From an optimization exercise on the open Yosys and OpenROAD flow, aimed at small area; shortcuts taken in it are not production practice.
Function was checked by simulation only, so behaviour that the tests miss may differ from the original.

==> run K: inputs <==
==> flow/design.v <==
module acq_ring (
    input  wire         clk,
    input  wire         rst,
    input  wire [2:0]   ph,
    input  wire         bit_en,
    input  wire [7:0]   mdat,
    input  wire [7:0]   ch_en,
    input  wire         cfg_we,
    input  wire [2:0]   cfg_ch,
    input  wire [8:0]   cfg_u,
    input  wire [8:0]   cfg_l,
    input  wire [3:0]   cfg_cm1,
    input  wire [2:0]   cfg_act,
    input  wire         cfg_inv_trip,
    input  wire         pinst,         
    input  wire         minst,         
    input  wire [4:0]   wp0,
    input  wire [3:0]   wp1,
    input  wire [13:0]  wm0,
    input  wire [13:0]  wm1,
    input  wire [12:0]  wm2,
    output wire [207:0] met_word,
    output wire [7:0]   invalid,
    output wire [7:0]   raised,
    output wire [3:0]   prot
);
    genvar c, j;
    reg [7:0]  inv_r, rai_r, x_r, pend_r, rs_r, cpost_r;
    reg [2:0]  act_r [0:7];
    reg [20:0] mhi_r [0:7];        
    reg [7:0]  msat_r;             
    reg [7:0]  movr_r, minv_r;
    wire [7:0] clr = {8{rst}} | ~ch_en;
    wire [7:0] sel;                
    wire [7:0] wsel;               
    generate
        for (c = 0; c < 8; c = c + 1) begin : g_dec
            assign sel[c]  = (ph == c);
            assign wsel[c] = cfg_we && (cfg_ch == c);
        end
    endgenerate
    reg [8*1-1:0]  last_q;
    reg [8*9-1:0]  run_q;
    reg [8*12-1:0] cnt_q;
    reg [8*4-1:0]  wcnt_q;
    reg [8*1-1:0]  wab_q;
    reg [8*9-1:0]  pa0_q;
    reg [8*7-1:0]  pa1_q;
    reg [8*22-1:0] ma0_q;
    reg [8*21-1:0] ma1_q;
    reg [8*19-1:0] ma2_q;
    reg [8*9-1:0]  u_q, l_q;
    reg [8*4-1:0]  cm1_q;
    reg [8*1-1:0]  itrip_q;
    wire        last_i  = last_q[7];
    wire [8:0]  run_i   = run_q[63 +: 9];
    wire [11:0] cnt_i   = cnt_q[84 +: 12];
    wire [3:0]  wcnt_i  = wcnt_q[28 +: 4];
    wire        wab_i   = wab_q[7];
    wire [8:0]  pa0_i   = pa0_q[63 +: 9];
    wire [6:0]  pa1_i   = pa1_q[49 +: 7];
    wire [21:0] ma0_i   = ma0_q[154 +: 22];
    wire [20:0] ma1_i   = ma1_q[147 +: 21];
    wire [18:0] ma2_i   = ma2_q[133 +: 19];
    wire [8:0]  u_i     = u_q[63 +: 9];
    wire [8:0]  l_i     = l_q[63 +: 9];
    wire [3:0]  cm1_i   = cm1_q[28 +: 4];
    wire        itrip_i = itrip_q[7];
    wire [2:0] s_ph   = ph;
    wire       s_en   = ch_en[s_ph];
    wire       s_md   = mdat[s_ph];
    wire       s_x    = x_r[s_ph];
    wire       s_pend = pend_r[s_ph];
    wire       s_rs   = rs_r[s_ph];
    wire       s_cp   = cpost_r[s_ph] || wsel[s_ph];
    wire       s_inv  = inv_r[s_ph];
    wire       s_rai  = rai_r[s_ph];
    wire [2:0] s_act  = act_r[s_ph];
    wire live  = bit_en && s_en;                  
    wire off   = rst || !s_en;                    
    wire fresh = s_rs || off;                     
    wire step  = !off && (s_pend || live);
    wire x     = step && (s_pend ? s_x : s_md);
    wire        last_b = fresh ? 1'b0  : last_i;
    wire [8:0]  run_b  = fresh ? 9'd0  : run_i;
    wire [11:0] cnt_b  = fresh ? 12'd0 : cnt_i;
    wire [3:0]  wcnt_b = fresh ? 4'd0  : wcnt_i;
    wire [8:0]  pa0_b  = fresh ? 9'd0  : pa0_i;
    wire [6:0]  pa1_b  = fresh ? 7'd0  : pa1_i;
    wire [21:0] ma0_b  = fresh ? 22'd0 : ma0_i;
    wire [20:0] ma1_b  = fresh ? 21'd0 : ma1_i;
    wire [18:0] ma2_b  = fresh ? 19'd0 : ma2_i;
    wire [8:0] run_next = (run_b != 9'd0 && x == last_b)
                          ? (run_b[8] ? run_b : run_b + 9'd1)
                          : 9'd1;
    wire long_run   = run_next[8];
    wire go_invalid = step && !s_inv && long_run;
    wire go_valid   = step && s_inv && !long_run && (cnt_b == 12'hfff);
    wire [11:0] cnt_n = (go_invalid || go_valid || (s_inv && long_run)) ? 12'd0
                      : (s_inv || cnt_b[8:0] != 9'h1ff) ? cnt_b + 12'd1
                      : cnt_b;
    wire prot_settled = (cnt_b[8:5] != 4'd0) || (cnt_b[4:0] == 5'h1f);       
    wire met_settled  = cnt_b[8] && (cnt_b[7] || (cnt_b[6:0] == 7'h7f));     
    wire new_inv = go_invalid ? 1'b1 : go_valid ? 1'b0 : s_inv;
    wire [8:0] pa0n = pa0_b + (x ? {4'd0, wp0} : 9'd0);
    wire [6:0] pa1n = pa1_b + (x ? {3'd0, wp1} : 7'd0);
    wire       psh  = step && pinst;
    wire [8:0] pa0_o = psh ? {2'd0, pa1n} : pa0n;
    wire [6:0] pa1_o = psh ? 7'd0 : pa1n;
    wire prot_ok = psh && !s_inv && !go_invalid && prot_settled;
    wire above = pa0n > u_i;
    wire below = pa0n < l_i;
    wire same  = (wcnt_b != 4'd0) && (wab_i == above);
    wire reach = (wcnt_b >= cm1_i);
    reg  [3:0] wcnt_o;
    reg        wab_o;
    reg        rai_o;
    always @(*) begin
        wcnt_o = wcnt_b;
        wab_o  = wab_i;
        rai_o  = s_rai;
        if (s_cp || s_act == 3'd0) begin
            wcnt_o = 4'd0;
        end else if (go_invalid) begin
            wcnt_o = 4'd0;
            if (itrip_i)
                rai_o = 1'b1;
        end else if (prot_ok) begin
            if (!s_rai) begin
                if (above || below) begin
                    wab_o = above;
                    if (same ? reach : (cm1_i == 4'd0)) begin
                        rai_o  = 1'b1;
                        wcnt_o = 4'd0;
                    end else
                        wcnt_o = same ? wcnt_b + 4'd1 : 4'd1;
                end else
                    wcnt_o = 4'd0;
            end else begin
                if (!above && !below) begin
                    if (reach) begin
                        rai_o  = 1'b0;
                        wcnt_o = 4'd0;
                    end else
                        wcnt_o = wcnt_b + 4'd1;
                end else
                    wcnt_o = 4'd0;
            end
        end
    end
    wire [21:0] ma0n = ma0_b + (x ? {8'd0, wm0} : 22'd0);
    wire [20:0] ma1n = ma1_b + (x ? {7'd0, wm1} : 21'd0);
    wire [18:0] ma2n = ma2_b + (x ? {6'd0, wm2} : 19'd0);
    wire        msh  = step && minst;
    wire [21:0] ma0_o = msh ? {1'b0, ma1n} : ma0n;
    wire [20:0] ma1_o = msh ? {2'd0, ma2n} : ma1n;
    wire [18:0] ma2_o = msh ? 19'd0 : ma2n;
    wire met_ok = msh && !s_inv && !go_invalid && met_settled;
    wire        m_sat = ma0n[21];
    wire [20:0] m_hi  = m_sat ? 21'h0fffff : {~ma0n[20], ma0n[19:0]};
    wire        m_ovr = m_sat || (ma0n[20:16] == 5'h1f)
                      || ((ma0n[20:17] == 4'd0) && (!ma0n[16] || ma0n[15:0] == 16'd0));
    wire [8:0] u_d     = rst ? 9'd256 : cfg_u;
    wire [8:0] l_d     = rst ? 9'd0   : cfg_l;
    wire [3:0] cm1_d   = rst ? 4'd0   : cfg_cm1;
    wire       itrip_d = rst ? 1'b1   : cfg_inv_trip;
    always @(posedge clk) begin
        last_q <= {last_q[6:0], step ? x : last_b};
        run_q  <= {run_q[62:0],  step ? run_next : run_b};
        cnt_q  <= {cnt_q[83:0],  step ? cnt_n : cnt_b};
        wab_q  <= {wab_q[6:0],   wab_o};
        pa0_q  <= {pa0_q[62:0],  pa0_o};
        pa1_q  <= {pa1_q[48:0],  pa1_o};
        ma0_q  <= {ma0_q[153:0], ma0_o};
        ma1_q  <= {ma1_q[146:0], ma1_o};
        ma2_q  <= {ma2_q[132:0], ma2_o};
    end
    wire [7:0] we_slot;
    generate
        for (j = 0; j < 8; j = j + 1) begin : g_we
            wire [2:0] chj = ph - j;
            assign we_slot[j] = rst || (cfg_we && (cfg_ch == chj));
        end
    endgenerate
    always @(posedge clk) begin
        u_q[8:0]   <= we_slot[0] ? u_d     : u_i;
        l_q[8:0]   <= we_slot[0] ? l_d     : l_i;
        cm1_q[3:0] <= we_slot[0] ? cm1_d   : cm1_i;
        itrip_q[0] <= we_slot[0] ? itrip_d : itrip_i;
        wcnt_q[3:0] <= we_slot[0] ? 4'd0   : wcnt_o;
    end
    generate
        for (j = 1; j < 8; j = j + 1) begin : g_cfg
            always @(posedge clk) begin
                u_q[9*j +: 9]    <= we_slot[j] ? u_d     : u_q[9*(j-1) +: 9];
                l_q[9*j +: 9]    <= we_slot[j] ? l_d     : l_q[9*(j-1) +: 9];
                cm1_q[4*j +: 4]  <= we_slot[j] ? cm1_d   : cm1_q[4*(j-1) +: 4];
                itrip_q[j]       <= we_slot[j] ? itrip_d : itrip_q[j-1];
                wcnt_q[4*j +: 4] <= we_slot[j] ? 4'd0    : wcnt_q[4*(j-1) +: 4];
            end
        end
    endgenerate
    generate
        for (c = 0; c < 8; c = c + 1) begin : g_ch
            wire at = sel[c];
            always @(posedge clk) begin
                if (bit_en)
                    x_r[c] <= mdat[c];
                if (clr[c] || at)
                    pend_r[c] <= 1'b0;
                else if (bit_en)
                    pend_r[c] <= 1'b1;
                if (clr[c])
                    rs_r[c] <= 1'b1;
                else if (at)
                    rs_r[c] <= 1'b0;
                if (clr[c] || at)
                    cpost_r[c] <= 1'b0;
                else if (wsel[c] && pend_r[c])
                    cpost_r[c] <= 1'b1;
                if (rst)
                    act_r[c] <= 3'd0;
                else if (wsel[c])
                    act_r[c] <= cfg_act;
                if (clr[c])
                    inv_r[c] <= 1'b0;
                else if (at)
                    inv_r[c] <= new_inv;
                if (clr[c] || wsel[c] || act_r[c] == 3'd0)
                    rai_r[c] <= 1'b0;
                else if (at)
                    rai_r[c] <= rai_o;
                if (clr[c]) begin
                    mhi_r[c]  <= 21'd0;
                    msat_r[c] <= 1'b0;
                    movr_r[c] <= 1'b0;
                    minv_r[c] <= 1'b1;
                end else if (at && go_invalid) begin
                    minv_r[c] <= 1'b1;
                end else if (at && met_ok) begin
                    mhi_r[c]  <= m_hi;
                    msat_r[c] <= m_sat;
                    movr_r[c] <= m_ovr;
                    minv_r[c] <= 1'b0;
                end
            end
            assign met_word[26*c +: 26] = {movr_r[c], minv_r[c], mhi_r[c], {3{msat_r[c]}}};
        end
    endgenerate
    assign invalid = inv_r;
    assign raised  = rai_r;
    reg [3:0] prot_or;
    integer k;
    always @(*) begin
        prot_or = 4'd0;
        for (k = 0; k < 8; k = k + 1)
            if (rai_r[k])
                case (act_r[k][1:0])
                    2'd0: prot_or[3] = 1'b1;
                    2'd1: prot_or[0] = 1'b1;
                    2'd2: prot_or[1] = 1'b1;
                    2'd3: prot_or[2] = 1'b1;
                endcase
    end
    assign prot = prot_or;
endmodule
module acq_xm16 (
    input  wire          clk,
    input  wire          rst,             
    input  wire          bit_en,          
    input  wire [15:0]   mdat,            
    input  wire [15:0]   ch_en,           
    input  wire          cfg_we,          
    input  wire [3:0]    cfg_ch,
    input  wire [15:0]   cfg_hi,
    input  wire [15:0]   cfg_lo,
    input  wire [4:0]    cfg_count,       
    input  wire [2:0]    cfg_act,         
    input  wire          cfg_inv_trip,
    output wire [415:0]  met_word,        
    output wire [15:0]   ch_invalid,      
    output wire [15:0]   win_raised,      
    output wire [3:0]    acq_prot,        
    output wire          acq_stream       
);
    reg [6:0] bit_cnt;
    reg [2:0] ph;
    always @(posedge clk) begin
        if (rst) begin
            bit_cnt <= 7'd0;
            ph      <= 3'd0;
        end else begin
            if (bit_en)
                bit_cnt <= bit_cnt + 7'd1;
            ph <= ph + 3'd1;
        end
    end
    wire [6:0] idx   = bit_en ? bit_cnt : bit_cnt - 7'd1;
    wire       pinst = (idx[3:0] == 4'hf);
    wire       minst = (idx == 7'h7f);
    wire [4:0] wp0 = 5'd16 - {1'b0, idx[3:0]};
    wire [3:0] wp1 = idx[3:0];
    wire [7:0]  n0  = 8'd128 - {1'b0, idx};               
    wire [15:0] sq0 = n0 * (n0 + 8'd1);
    wire [13:0] wm0 = sq0[14:1];
    wire [13:0] sq2 = idx * (idx - 7'd1);
    wire [12:0] wm2 = sq2[13:1];
    wire [14:0] h1  = 15'd16384 - {1'b0, wm0} - {2'b0, wm2};
    wire [13:0] wm1 = h1[13:0];
    wire [8:0] cfg_u   = (cfg_hi == 16'h7fff) ? 9'd256 : {1'b0, ~cfg_hi[15], cfg_hi[14:8]};
    wire [8:0] cfg_l   = {1'b0, ~cfg_lo[15], cfg_lo[14:8]} + {8'd0, |cfg_lo[7:0]};
    wire [3:0] cfg_cm1 = cfg_count[3:0] - 4'd1;           
    wire [3:0] prot0, prot1;
    acq_ring u_r0 (
        .clk(clk), .rst(rst), .ph(ph), .bit_en(bit_en),
        .mdat(mdat[7:0]), .ch_en(ch_en[7:0]),
        .cfg_we(cfg_we && !cfg_ch[3]), .cfg_ch(cfg_ch[2:0]),
        .cfg_u(cfg_u), .cfg_l(cfg_l), .cfg_cm1(cfg_cm1), .cfg_act(cfg_act),
        .cfg_inv_trip(cfg_inv_trip),
        .pinst(pinst), .minst(minst), .wp0(wp0), .wp1(wp1),
        .wm0(wm0), .wm1(wm1), .wm2(wm2),
        .met_word(met_word[207:0]), .invalid(ch_invalid[7:0]),
        .raised(win_raised[7:0]), .prot(prot0)
    );
    acq_ring u_r1 (
        .clk(clk), .rst(rst), .ph(ph), .bit_en(bit_en),
        .mdat(mdat[15:8]), .ch_en(ch_en[15:8]),
        .cfg_we(cfg_we && cfg_ch[3]), .cfg_ch(cfg_ch[2:0]),
        .cfg_u(cfg_u), .cfg_l(cfg_l), .cfg_cm1(cfg_cm1), .cfg_act(cfg_act),
        .cfg_inv_trip(cfg_inv_trip),
        .pinst(pinst), .minst(minst), .wp0(wp0), .wp1(wp1),
        .wm0(wm0), .wm1(wm1), .wm2(wm2),
        .met_word(met_word[415:208]), .invalid(ch_invalid[15:8]),
        .raised(win_raised[15:8]), .prot(prot1)
    );
    assign acq_prot   = prot0 | prot1;
    assign acq_stream = |ch_invalid;
endmodule
==> flow/run.sh <==
#!/bin/bash
# synth_recipe.tcl (not shown) runs the flow's synth.tcl, then flattens the netlist and writes it again
# the make line also repeats each setting of config.mk as NAME=value (left out here)
make -C /OpenROAD-flow-scripts/flow DESIGN_CONFIG=/design/flow/config.mk WORK_HOME=/design/flow/orfs CLKGATE_MAP_FILE= SYNTH_SCRIPT=/design/flow/synth_recipe.tcl finish
==> flow/config.mk <==
export PLATFORM = sky130hd
export DESIGN_NAME = acq_xm16
export DESIGN_NICKNAME = acq_xm16
export VERILOG_FILES = /design/flow/design.v
export SDC_FILE = /design/flow/constraint.sdc
export NUM_CORES = 4
export LEC_CHECK = 0
export CAP_MARGIN = 20
export CORE_MARGIN = 2
export CORE_UTILIZATION = 40
export SLEW_MARGIN = 20
==> flow/constraint.sdc <==
create_clock -name core_clock -period 14.0 [get_ports {clk}]
set_input_delay 2.8000 -clock core_clock [delete_from_list [all_inputs] [get_ports {clk}]]
set_output_delay 2.8000 -clock core_clock [all_outputs]
set_load 0.01 [all_outputs]
==> run X: changes against run K <==
--- a/flow/design.v
+++ b/flow/design.v
@@ -29,5 +29,4 @@
     reg [2:0]  act_r [0:7];
     reg [20:0] mhi_r [0:7];        
-    reg [7:0]  msat_r;             
     reg [7:0]  movr_r, minv_r;
     wire [7:0] clr = {8{rst}} | ~ch_en;
@@ -41,11 +40,11 @@
     endgenerate
     reg [8*1-1:0]  last_q;
-    reg [8*9-1:0]  run_q;
-    reg [8*12-1:0] cnt_q;
+    reg [8*8-1:0]  run_q;          
+    reg [8*9-1:0]  cnt_q;
     reg [8*4-1:0]  wcnt_q;
     reg [8*1-1:0]  wab_q;
-    reg [8*9-1:0]  pa0_q;
+    reg [8*8-1:0]  pa0_q;          
     reg [8*7-1:0]  pa1_q;
-    reg [8*22-1:0] ma0_q;
+    reg [8*21-1:0] ma0_q;
     reg [8*21-1:0] ma1_q;
     reg [8*19-1:0] ma2_q;
@@ -54,11 +53,11 @@
     reg [8*1-1:0]  itrip_q;
     wire        last_i  = last_q[7];
-    wire [8:0]  run_i   = run_q[63 +: 9];
-    wire [11:0] cnt_i   = cnt_q[84 +: 12];
+    wire [7:0]  run_i   = run_q[56 +: 8];
+    wire [8:0]  cnt_i   = cnt_q[63 +: 9];
     wire [3:0]  wcnt_i  = wcnt_q[28 +: 4];
     wire        wab_i   = wab_q[7];
-    wire [8:0]  pa0_i   = pa0_q[63 +: 9];
+    wire [7:0]  pa0_i   = pa0_q[56 +: 8];
     wire [6:0]  pa1_i   = pa1_q[49 +: 7];
-    wire [21:0] ma0_i   = ma0_q[154 +: 22];
+    wire [20:0] ma0_i   = ma0_q[147 +: 21];
     wire [20:0] ma1_i   = ma1_q[147 +: 21];
     wire [18:0] ma2_i   = ma2_q[133 +: 19];
@@ -82,33 +81,32 @@
     wire step  = !off && (s_pend || live);
     wire x     = step && (s_pend ? s_x : s_md);
-    wire        last_b = fresh ? 1'b0  : last_i;
-    wire [8:0]  run_b  = fresh ? 9'd0  : run_i;
-    wire [11:0] cnt_b  = fresh ? 12'd0 : cnt_i;
+    wire [8:0]  cnt_b  = fresh ? 9'd0  : cnt_i;
     wire [3:0]  wcnt_b = fresh ? 4'd0  : wcnt_i;
-    wire [8:0]  pa0_b  = fresh ? 9'd0  : pa0_i;
     wire [6:0]  pa1_b  = fresh ? 7'd0  : pa1_i;
-    wire [21:0] ma0_b  = fresh ? 22'd0 : ma0_i;
-    wire [20:0] ma1_b  = fresh ? 21'd0 : ma1_i;
     wire [18:0] ma2_b  = fresh ? 19'd0 : ma2_i;
-    wire [8:0] run_next = (run_b != 9'd0 && x == last_b)
-                          ? (run_b[8] ? run_b : run_b + 9'd1)
-                          : 9'd1;
-    wire long_run   = run_next[8];
+    wire [7:0] run_next = (!fresh && x == last_i)
+                          ? ((run_i == 8'hff) ? run_i : run_i + 8'd1)
+                          : 8'd0;
+    wire long_run   = (run_next == 8'hff);
     wire go_invalid = step && !s_inv && long_run;
-    wire go_valid   = step && s_inv && !long_run && (cnt_b == 12'hfff);
+    wire [11:0] gcnt = s_inv ? {pa1_b[2:0], cnt_b} : {3'd0, cnt_b};
+    wire go_valid   = step && s_inv && !long_run && (gcnt == 12'hfff);
     wire [11:0] cnt_n = (go_invalid || go_valid || (s_inv && long_run)) ? 12'd0
-                      : (s_inv || cnt_b[8:0] != 9'h1ff) ? cnt_b + 12'd1
-                      : cnt_b;
+                      : (s_inv || cnt_b != 9'h1ff) ? gcnt + 12'd1
+                      : gcnt;
     wire prot_settled = (cnt_b[8:5] != 4'd0) || (cnt_b[4:0] == 5'h1f);       
     wire met_settled  = cnt_b[8] && (cnt_b[7] || (cnt_b[6:0] == 7'h7f));     
     wire new_inv = go_invalid ? 1'b1 : go_valid ? 1'b0 : s_inv;
-    wire [8:0] pa0n = pa0_b + (x ? {4'd0, wp0} : 9'd0);
+    wire [7:0] pa0n = pa0_i + (x ? {3'd0, wp0} : 8'd0);
     wire [6:0] pa1n = pa1_b + (x ? {3'd0, wp1} : 7'd0);
     wire       psh  = step && pinst;
-    wire [8:0] pa0_o = psh ? {2'd0, pa1n} : pa0n;
-    wire [6:0] pa1_o = psh ? 7'd0 : pa1n;
+    wire [7:0] pa0_o = psh ? {1'b0, pa1n} : pa0n;
+    wire [8:0] pv   = {x && (pa0n == 8'd0), pa0n};
+    wire [6:0] pa1_o = (s_inv || go_invalid)
+                       ? {(psh || go_valid) ? 4'd0 : pa1n[6:3], step ? cnt_n[11:9] : pa1_b[2:0]}
+                       : psh ? 7'd0 : pa1n;
     wire prot_ok = psh && !s_inv && !go_invalid && prot_settled;
-    wire above = pa0n > u_i;
-    wire below = pa0n < l_i;
+    wire above = pv > u_i;
+    wire below = pv < l_i;
     wire same  = (wcnt_b != 4'd0) && (wab_i == above);
     wire reach = (wcnt_b >= cm1_i);
@@ -149,15 +147,14 @@
         end
     end
-    wire [21:0] ma0n = ma0_b + (x ? {8'd0, wm0} : 22'd0);
-    wire [20:0] ma1n = ma1_b + (x ? {7'd0, wm1} : 21'd0);
+    wire [20:0] ma0n = ma0_i + (x ? {7'd0, wm0} : 21'd0);
+    wire [20:0] ma1n = ma1_i + (x ? {7'd0, wm1} : 21'd0);
     wire [18:0] ma2n = ma2_b + (x ? {6'd0, wm2} : 19'd0);
     wire        msh  = step && minst;
-    wire [21:0] ma0_o = msh ? {1'b0, ma1n} : ma0n;
+    wire [20:0] ma0_o = msh ? ma1n : ma0n;
     wire [20:0] ma1_o = msh ? {2'd0, ma2n} : ma1n;
     wire [18:0] ma2_o = msh ? 19'd0 : ma2n;
     wire met_ok = msh && !s_inv && !go_invalid && met_settled;
-    wire        m_sat = ma0n[21];
-    wire [20:0] m_hi  = m_sat ? 21'h0fffff : {~ma0n[20], ma0n[19:0]};
-    wire        m_ovr = m_sat || (ma0n[20:16] == 5'h1f)
+    wire [20:0] m_hi  = {~ma0n[20], ma0n[19:0]};
+    wire        m_ovr = (ma0n[20:16] == 5'h1f)
                       || ((ma0n[20:17] == 4'd0) && (!ma0n[16] || ma0n[15:0] == 16'd0));
     wire [8:0] u_d     = rst ? 9'd256 : cfg_u;
@@ -166,11 +163,11 @@
     wire       itrip_d = rst ? 1'b1   : cfg_inv_trip;
     always @(posedge clk) begin
-        last_q <= {last_q[6:0], step ? x : last_b};
-        run_q  <= {run_q[62:0],  step ? run_next : run_b};
-        cnt_q  <= {cnt_q[83:0],  step ? cnt_n : cnt_b};
+        last_q <= {last_q[6:0], step ? x : last_i};
+        run_q  <= {run_q[55:0],  step ? run_next : run_i};
+        cnt_q  <= {cnt_q[62:0],  step ? cnt_n[8:0] : cnt_b};
         wab_q  <= {wab_q[6:0],   wab_o};
-        pa0_q  <= {pa0_q[62:0],  pa0_o};
+        pa0_q  <= {pa0_q[55:0],  pa0_o};
         pa1_q  <= {pa1_q[48:0],  pa1_o};
-        ma0_q  <= {ma0_q[153:0], ma0_o};
+        ma0_q  <= {ma0_q[146:0], ma0_o};
         ma1_q  <= {ma1_q[146:0], ma1_o};
         ma2_q  <= {ma2_q[132:0], ma2_o};
@@ -213,5 +210,5 @@
                 if (clr[c])
                     rs_r[c] <= 1'b1;
-                else if (at)
+                else if (at && step)
                     rs_r[c] <= 1'b0;
                 if (clr[c] || at)
@@ -233,5 +230,4 @@
                 if (clr[c]) begin
                     mhi_r[c]  <= 21'd0;
-                    msat_r[c] <= 1'b0;
                     movr_r[c] <= 1'b0;
                     minv_r[c] <= 1'b1;
@@ -240,10 +236,9 @@
                 end else if (at && met_ok) begin
                     mhi_r[c]  <= m_hi;
-                    msat_r[c] <= m_sat;
                     movr_r[c] <= m_ovr;
                     minv_r[c] <= 1'b0;
                 end
             end
-            assign met_word[26*c +: 26] = {movr_r[c], minv_r[c], mhi_r[c], {3{msat_r[c]}}};
+            assign met_word[26*c +: 26] = {movr_r[c], minv_r[c], mhi_r[c], 3'b000};
         end
     endgenerate
@@ -301,11 +296,8 @@
     wire [4:0] wp0 = 5'd16 - {1'b0, idx[3:0]};
     wire [3:0] wp1 = idx[3:0];
-    wire [7:0]  n0  = 8'd128 - {1'b0, idx};               
-    wire [15:0] sq0 = n0 * (n0 + 8'd1);
-    wire [13:0] wm0 = sq0[14:1];
     wire [13:0] sq2 = idx * (idx - 7'd1);
     wire [12:0] wm2 = sq2[13:1];
-    wire [14:0] h1  = 15'd16384 - {1'b0, wm0} - {2'b0, wm2};
-    wire [13:0] wm1 = h1[13:0];
+    wire [13:0] wm0 = {1'b0, wm2} + 14'd8256 - {idx, 7'd0};
+    wire [13:0] wm1 = 14'd8128 + {idx, 7'd0} - {wm2, 1'b0};
     wire [8:0] cfg_u   = (cfg_hi == 16'h7fff) ? 9'd256 : {1'b0, ~cfg_hi[15], cfg_hi[14:8]};
     wire [8:0] cfg_l   = {1'b0, ~cfg_lo[15], cfg_lo[14:8]} + {8'd0, |cfg_lo[7:0]};
==> flow/flow/run.sh (new file) <==
#!/bin/bash
# Standard layout (the standard.sh), with two changes:
#  - port buffers are sky130_fd_sc_hd__buf_1 instead of the flow's default
#    buffer (every input and output port still gets its own buffer);
#  - clock tree: larger sink clusters and no dummy loads.
# The full output of the ORFS make run is kept in standard_flow.log; ORFS
# also writes each step's own log under orfs/logs/.
set -euo pipefail
export BUFFER_PORTS_ARGS="-buffer_cell sky130_fd_sc_hd__buf_1"
export CTS_ARGS="-sink_clustering_enable -repair_clock_nets -sink_clustering_size 30 -sink_clustering_max_diameter 70 -dont_use_dummy_load"
bash standard.sh > standard_flow.log 2>&1
==> flow/standard.sh (new file) <==
#!/bin/bash
# synth_recipe.tcl (not shown) runs the flow's synth.tcl, then flattens the netlist and writes it again
# the make line also repeats each setting of config.mk as NAME=value (left out here)
make -C /OpenROAD-flow-scripts/flow DESIGN_CONFIG=/design/flow/config.mk WORK_HOME=/design/flow/orfs CLKGATE_MAP_FILE= SYNTH_SCRIPT=/design/flow/synth_recipe.tcl "${@:-finish}"
--- a/flow/config.mk
+++ b/flow/config.mk
@@ -8,4 +8,4 @@
 export CAP_MARGIN = 20
 export CORE_MARGIN = 2
-export CORE_UTILIZATION = 40
+export CORE_UTILIZATION = 65
 export SLEW_MARGIN = 20
removed: flow/run.sh
==> comparison table <==
| item | run K | run X |
|---|---|---|
| Achievable frequency | 81.1 MHz | 78.3 MHz |
| M2 GR Usage | 35.0% | 50.1% |
| WL met2 | 112,000 µm | 93,100 µm |
| Tap Cells | 2,821 | 1,625 |
| Pre-CTS setup slack | 875 ps | 580 ps |
| Hold EP | u_r0.run_q[65]$_DFF_P_ | u_r1.cnt_q[12]$_DFF_P_ |
| Worst-case clock buffer depth | 4 | 3 |
| Signal buffers share of area | 6.39% | 3.24% |
| Clock slew seen by the registers of the worst setup and hold paths | 70 ps | 90 ps |
| Worst path setup slack after routing | 1680 ps | 1230 ps |
| Total GRT Usage | 21.4% | 31.4% |
| Synthesized netlist cell count | 8,077 | 7,666 |
| Register Area | 51,900 µm² | 49,700 µm² |
| Most frequent CP cell | sky130_fd_sc_hd__fa_1 | sky130_fd_sc_hd__inv_1 |
| Total number of cells along the worst setup path | 34 | 44 |
| Total via count after detailed routing | 59,294 | 54,681 |
| Outcome | timing/DRC/antenna clean | timing/DRC/antenna clean |
| Placer congestion estimate | 0.881 | 0.928 |
| Number of nets at the end of the flow | 9,056 | 8,371 |
| Post-Route WL | 239,000 µm | 204,000 µm |

afterwards: timing with drivers on the ports:
Ports are ideal in the flow. The routed layouts listed here were re-timed in OpenROAD. Step 1 sets driving cells, clkbuf_16 on the clock port and buf_2 on the other inputs (assumed; they add their load-dependent delay and slew). Step 2 moves the port delays by t, midway between the first and last clock arrival at a register: inputs arrive t later, outputs are due t later. That takes back most of the time a late clock gives input paths. a / b / c = no drivers / after step 1 / after step 2; a / b = the first two.
| run | shift t [ns] | setup WS [ns] | worst setup path at the end |
|---|---|---|---|
| run K | 0.992 | 1.676 / 1.625 / 0.632 | input to register |
| run X | 0.786 | 1.227 / 1.155 / 0.369 | input to register |
After both steps every run listed still meets setup and hold. The setup slack of run K, which loses most, moves by -0.051 ns with the drivers and by -1.044 ns with both steps.
